This is an optimization exercise on Yosys and OpenROAD, whose aim is small area, a short achievable clock period and few clock cycles per item, not a production implementation. In this exercise RTL edits were held to simulation tests only and were not proved equivalent to the original.

==> flow/design.v <==
module fpdivsqrt (
    input  wire        clk,
    input  wire        rst,      
    input  wire        start,    
    input  wire        op,       
    input  wire [31:0] a,
    input  wire [31:0] b,
    output wire        ready,
    output reg         done,
    output reg  [31:0] result,
    output reg  [4:0]  flags
);
    localparam integer FR = 24;          
    localparam integer W  = FR + 3;      
    localparam [31:0] QNAN = 32'h7FC0_0000;
    wire        sa = a[31];
    wire        sb = b[31];
    wire [7:0]  ea = a[30:23];
    wire [7:0]  eb = b[30:23];
    wire [22:0] fa = a[22:0];
    wire [22:0] fb = b[22:0];
    wire a_zero = (ea == 8'd0);
    wire b_zero = (eb == 8'd0);
    wire a_max  = (ea == 8'hFF);
    wire b_max  = (eb == 8'hFF);
    wire a_fz   = (fa == 23'd0);
    wire b_fz   = (fb == 23'd0);
    wire a_inf  = a_max & a_fz;
    wire b_inf  = b_max & b_fz;
    wire a_nan  = a_max & ~a_fz;
    wire b_nan  = b_max & ~b_fz;
    wire a_snan = a_nan & ~fa[22];
    wire b_snan = b_nan & ~fb[22];
    reg  sp, sp_nan, sp_inf, sp_nv, sp_dz;
    always @(*) begin
        sp = 1'b1; sp_nan = 1'b0; sp_inf = 1'b0; sp_nv = 1'b0; sp_dz = 1'b0;
        if (!op) begin
            if (a_nan | b_nan) begin
                sp_nan = 1'b1; sp_nv = a_snan | b_snan;
            end else if (a_inf & b_inf) begin
                sp_nan = 1'b1; sp_nv = 1'b1;
            end else if (a_inf) begin
                sp_inf = 1'b1;
            end else if (b_inf) begin
            end else if (b_zero & a_zero) begin
                sp_nan = 1'b1; sp_nv = 1'b1;
            end else if (b_zero) begin
                sp_inf = 1'b1; sp_dz = 1'b1;
            end else if (a_zero) begin
            end else begin
                sp = 1'b0;
            end
        end else begin
            if (a_nan) begin
                sp_nan = 1'b1; sp_nv = a_snan;
            end else if (a_zero) begin
            end else if (sa) begin
                sp_nan = 1'b1; sp_nv = 1'b1;
            end else if (a_inf) begin
                sp_inf = 1'b1;
            end else begin
                sp = 1'b0;
            end
        end
    end
    wire [9:0]  div_exp = {2'b00, ea} + {2'b11, ~eb} + 10'd127;   
    wire [8:0]  sq_sum  = {1'b0, ea} + 9'd125;
    wire [9:0]  sq_exp  = {2'b00, sq_sum[8:1]};                   
    wire [24:0] sq_m1  = ea[0] ? {2'b00, fa} : {fa[22], ~fa[22], fa[21:0], 1'b0};
    wire [W-1:0] w_init = op ? {sq_m1, 2'b00} : {3'b001, fa, 1'b0};
    reg          busy;       
    reg          fin;        
    reg  [12:0]  md;         
    reg  [11:0]  ms;         
    reg          sign_q;
    reg  [9:0]   exp_q;      
    reg  [W-1:0] w;          
    reg  [W-1:0] pn;         
    reg  [25:0]  s;          
    reg          spq, spq_nan, spq_inf, spq_nv, spq_dz;
    assign ready = ~busy;
    wire   last  = md[12] | ms[11];
    reg [W-1:0] b1, b2;      
    reg [25:0]  k1, k2;      
    integer i;
    always @(*) begin
        b1 = {W{1'b0}};
        b2 = {W{1'b0}};
        k1 = 26'd0;
        k2 = 26'd0;
        for (i = 0; i < 12; i = i + 1) begin
            b1[FR-1-2*i] = ms[i];
            b2[FR-2-2*i] = ms[i];
            k1[24-2*i] = ms[i];
            k2[23-2*i] = ms[i];
        end
        for (i = 0; i < 13; i = i + 1) begin
            k1[25-2*i] = k1[25-2*i] | md[i];
            k2[24-2*i] = k2[24-2*i] | md[i];
        end
    end
    wire [W-1:0] f1n  = pn & ~b1;
    wire [W-1:0] f2bn = pn & ~b2;
    wire [W-1:0] f2an = pn & ~(b1 << 1) & ~b2;
    wire [W+2:0] a2n  = {2'b11, pn, 1'b1} & ~{2'b00, b1, 1'b0};
    wire [W+2:0] cx = {2'b00, w, 1'b1};
    wire [W+2:0] cy = a2n;
    wire [W+2:0] cz = {3'b111, f2an};
    wire [W+2:0] cs = cx ^ cy ^ cz;
    wire [W+2:0] cc = (cx & cy) | (cx & cz) | (cy & cz);
    wire [W:0]   t1;
    wire [W+1:0] t2b;
    wire [W+2:0] t2a;
    pfx_add #(W+1) u_t1  (.a({1'b0, w}), .b({1'b1, f1n}), .ci(1'b1), .s(t1));
    pfx_add #(W+2) u_t2b (.a({1'b0, w, 1'b0}), .b({2'b11, f2bn}), .ci(1'b1), .s(t2b));
    pfx_add #(W+3) u_t2a (.a(cs), .b({cc[W+1:0], 1'b1}), .ci(1'b0), .s(t2a));
    wire d1 = ~t1[W];
    wire d2 = d1 ? ~t2a[W+2] : ~t2b[W+1];
    wire [W-1:0] wa = d1 ? {t2a[W-2:0], 1'b0} : {t2b[W-2:0], 1'b0};
    wire [W-1:0] wb = !busy ? w_init : d1 ? {t1[W-3:0], 2'b00} : {w[W-3:0], 2'b00};
    wire [W-1:0] wn = (busy & d2) ? wa : wb;
    wire        sq    = (ms != 12'd0);        
    wire [25:0] s_b   = busy ? s : (op ? {1'b1, 25'd0} : 26'd0);
    wire [25:0] kb1   = busy ? k1 : 26'd0;
    wire [25:0] kb2   = busy ? k2 : 26'd0;
    wire [25:0] sn    = s_b | ({26{d1}} & kb1) | ({26{d2}} & kb2);
    wire [W-1:0] pn_b = !busy ? (op ? ~{2'b01, 25'd0} : ~{3'b001, fb, 1'b0})
                      : sq ? ~{1'b0, s} : pn;
    wire [W-1:0] pnn  = pn_b & ~{1'b0, {26{d1 & sq}} & kb1}
                             & ~{1'b0, {26{d2 & sq}} & kb2};
    wire        hi      = s[25];
    wire [22:0] frac    = hi ? s[24:2] : s[23:1];
    wire        rbit    = hi ? s[1] : s[0];
    wire        sticky  = (hi & s[0]) | (w != {W{1'b0}});
    wire        rinc    = rbit & (sticky | frac[0]);
    wire        inexact = rbit | sticky;
    wire [30:0] xin = {exp_q[7:0], frac};
    reg  [30:0] pa, pb;      
    integer d, n;
    always @(*) begin
        pa = {xin[29:0], 1'b1};
        for (d = 1; d < 31; d = d * 2) begin
            pb = pa;
            for (n = d; n < 31; n = n + 1)
                if ((n / d) % 2 == 1)
                    pb[n] = pa[n] & pa[(n / d) * d - 1];
            pa = pb;
        end
    end
    wire [30:0] inc = xin ^ (pa & {31{rinc}});
    wire uf      = exp_q[9] | (exp_q == 10'd0);
    wire of_big  = ~exp_q[9] & (exp_q[8] | (exp_q[7:0] == 8'hFF));
    wire of_rnd  = (exp_q == 10'd254) & rinc & (&frac);
    reg [31:0] rnd_res;
    reg [4:0]  rnd_flg;
    always @(*) begin
        if (spq) begin
            rnd_res = spq_nan ? QNAN : {sign_q, spq_inf ? 8'hFF : 8'h00, 23'd0};
            rnd_flg = {3'b000, spq_dz, spq_nv};
        end else if (uf) begin
            rnd_res = {sign_q, 31'd0};
            rnd_flg = 5'b11000;
        end else if (of_big) begin
            rnd_res = {sign_q, 8'hFF, 23'd0};
            rnd_flg = 5'b10100;
        end else begin
            rnd_res = {sign_q, inc};
            rnd_flg = {inexact, 1'b0, of_rnd, 2'b00};
        end
    end
    always @(posedge clk) begin
        if (rst) begin
            busy <= 1'b0;
            fin  <= 1'b0;
            done <= 1'b0;
        end else begin
            done <= fin;
            if (!busy) begin
                busy <= start & ~sp;
                fin  <= start & sp;
            end else begin
                busy <= ~last;
                fin  <= last;
            end
        end
        result <= rnd_res;
        w      <= wn;
        s      <= sn;
        pn     <= pnn;
        flags  <= rnd_flg;
        if (!busy) begin
            md      <= {12'd0, ~op};
            ms      <= {11'd0, op};
            sign_q  <= op ? sa : (sa ^ sb);
            exp_q   <= op ? {1'b0, sq_exp} : div_exp;
            spq     <= sp;
            spq_nan <= sp_nan;
            spq_inf <= sp_inf;
            spq_nv  <= sp_nv;
            spq_dz  <= sp_dz;
        end else begin
            md <= md << 1;
            ms <= ms << 1;
            if (md[1] | ms[1]) exp_q <= exp_q + {9'd0, s[25]};
        end
    end
endmodule
module pfx_add #(
    parameter integer N = 8
) (
    input  wire [N-1:0] a,
    input  wire [N-1:0] b,
    input  wire         ci,
    output wire [N-1:0] s
);
    reg [N-1:0] g, p, gn, pn;
    integer d, i;
    always @(*) begin
        g = a & b;
        p = a ^ b;
        for (d = 1; d < N; d = d * 2) begin
            gn = g;
            pn = p;
            for (i = d; i < N; i = i + 1) begin
                if ((i / d) % 2 == 1) begin
                    gn[i] = g[i] | (p[i] & g[(i / d) * d - 1]);
                    pn[i] = p[i] & p[(i / d) * d - 1];
                end
            end
            g = gn;
            p = pn;
        end
    end
    wire [N-1:0] c = {g[N-2:0] | (p[N-2:0] & {(N-1){ci}}), ci};
    assign s = a ^ b ^ c;
endmodule
==> flow/config.mk <==
export PLATFORM = sky130hd
export DESIGN_NAME = fpdivsqrt
export DESIGN_NICKNAME = fpdivsqrt
export VERILOG_FILES = /design/flow/design.v
export SDC_FILE = /design/flow/constraint.sdc
export NUM_CORES = 4
export LEC_CHECK = 0
export ABC_AREA = 1
export CAP_MARGIN = 20
export CORE_MARGIN = 2
export CORE_UTILIZATION = 40
export SETUP_SLACK_MARGIN = 1.7
export SLEW_MARGIN = 20
==> flow/constraint.sdc <==
create_clock -name core_clock -period 5.0 [get_ports {clk}]
set_input_delay 1.0000 -clock core_clock [delete_from_list [all_inputs] [get_ports {clk}]]
set_output_delay 1.0000 -clock core_clock [all_outputs]
set_load 0.01 [all_outputs]
standard.sh (not shown) runs the stock make flow with config.mk's settings and CLKGATE_MAP_FILE= SYNTH_SCRIPT=/design/flow/synth_recipe.tcl, a recipe that flattens the netlist after the stock synthesis.
==> flow/flow/run.sh <==
#!/bin/bash
# The standard layout (the standard.sh) with these changes:
#  - port buffers are the smallest buffer, sky130_fd_sc_hd__buf_1, which the
#    resizer may still upsize where timing or slew needs it;
#  - clock tree synthesis builds the tree from small clock buffers and
#    inserts no dummy loads.
# make's full output goes to run_make.log in this folder; ORFS's own per-step
# logs are under orfs/logs/.
set -euo pipefail
bash standard.sh \
  "BUFFER_PORTS_ARGS=-buffer_cell sky130_fd_sc_hd__buf_1" \
  "CTS_ARGS=-sink_clustering_enable -repair_clock_nets -dont_use_dummy_load -buf_list {sky130_fd_sc_hd__clkbuf_2 sky130_fd_sc_hd__clkbuf_4 sky130_fd_sc_hd__clkbuf_8}" \
  finish > run_make.log 2>&1
Testbench counts at the start, summed over its fixed seeds: cycles 162,076, ops 12,000.
Next try:
--- a/flow/design.v
+++ b/flow/design.v
@@ -73,11 +73,11 @@
     reg  [12:0]  md;         
     reg  [11:0]  ms;         
     reg          sign_q;
     reg  [9:0]   exp_q;      
     reg  [W-1:0] w;          
-    reg  [W-1:0] pn;         
+    reg  [W-1:0] pq;         
     reg  [25:0]  s;          
     reg          spq, spq_nan, spq_inf, spq_nv, spq_dz;
     assign ready = ~busy;
     wire   last  = md[12] | ms[11];
     reg [W-1:0] b1, b2;      
@@ -97,14 +97,14 @@
         for (i = 0; i < 13; i = i + 1) begin
             k1[25-2*i] = k1[25-2*i] | md[i];
             k2[24-2*i] = k2[24-2*i] | md[i];
         end
     end
-    wire [W-1:0] f1n  = pn & ~b1;
-    wire [W-1:0] f2bn = pn & ~b2;
-    wire [W-1:0] f2an = pn & ~(b1 << 1) & ~b2;
-    wire [W+2:0] a2n  = {2'b11, pn, 1'b1} & ~{2'b00, b1, 1'b0};
+    wire [W-1:0] f1n  = ~(pq | b1);
+    wire [W-1:0] f2bn = ~(pq | b2);
+    wire [W-1:0] f2an = ~(pq | (b1 << 1) | b2);
+    wire [W+2:0] a2n  = {2'b11, f1n, 1'b1};
     wire [W+2:0] cx = {2'b00, w, 1'b1};
     wire [W+2:0] cy = a2n;
     wire [W+2:0] cz = {3'b111, f2an};
     wire [W+2:0] cs = cx ^ cy ^ cz;
     wire [W+2:0] cc = (cx & cy) | (cx & cz) | (cy & cz);
@@ -122,14 +122,14 @@
     wire        sq    = (ms != 12'd0);        
     wire [25:0] s_b   = busy ? s : (op ? {1'b1, 25'd0} : 26'd0);
     wire [25:0] kb1   = busy ? k1 : 26'd0;
     wire [25:0] kb2   = busy ? k2 : 26'd0;
     wire [25:0] sn    = s_b | ({26{d1}} & kb1) | ({26{d2}} & kb2);
-    wire [W-1:0] pn_b = !busy ? (op ? ~{2'b01, 25'd0} : ~{3'b001, fb, 1'b0})
-                      : sq ? ~{1'b0, s} : pn;
-    wire [W-1:0] pnn  = pn_b & ~{1'b0, {26{d1 & sq}} & kb1}
-                             & ~{1'b0, {26{d2 & sq}} & kb2};
+    wire [W-1:0] pq_b = !busy ? (op ? {2'b01, 25'd0} : {3'b001, fb, 1'b0})
+                      : sq ? {1'b0, s} : pq;
+    wire [W-1:0] pqn  = pq_b | {1'b0, {26{d1 & sq}} & kb1}
+                             | {1'b0, {26{d2 & sq}} & kb2};
     wire        hi      = s[25];
     wire [22:0] frac    = hi ? s[24:2] : s[23:1];
     wire        rbit    = hi ? s[1] : s[0];
     wire        sticky  = (hi & s[0]) | (w != {W{1'b0}});
     wire        rinc    = rbit & (sticky | frac[0]);
@@ -184,11 +184,11 @@
             end
         end
         result <= rnd_res;
         w      <= wn;
         s      <= sn;
-        pn     <= pnn;
+        pq     <= pqn;
         flags  <= rnd_flg;
         if (!busy) begin
             md      <= {12'd0, ~op};
             ms      <= {11'd0, op};
             sign_q  <= op ? sa : (sa ^ sb);
=>
- global-route usage falls by 0.32 points
- non-clock buffer count rises by 16
- synthesized area barely changes
- cell area rises by 1.2%
- clock skew rises by 3.2 ps
- routed wire length falls by 0.85%
Testbench counts after the change, summed over its fixed seeds: cycles 162,076, ops 12,000.

re-timing with driven ports:
No port has a modelled driver above. Below, the same layouts with a new extraction and two added sets of constraints. Step 1, drivers: a clkbuf_16 drives clk and a buf_2 each remaining input, both assumed. Step 2 times the ports against the registers' clock, not the clock port: input delays grow and output delays shrink by t, the midpoint of the rising clock arrivals with the driver on. Three values: ideal, step 1, step 2; two values: the first two.
run | shift t [ns] | setup WS [ns] | worst setup path after step 2 | slew at the worst register clock pin (ns) | pins driven straight from the clock port
the first run | 0.514 | 1.825 / 1.825 / 1.428 | input to register | 0.09 / 0.09 | 1
the second run | 0.500 | 1.858 / 1.858 / 1.392 | input to register | 0.09 / 0.09 | 1
After both steps setup and hold are still met in every run listed. For the second run, which loses most, drivers alone change the setup slack by 0.000 ns; drivers and shift together by -0.466 ns.
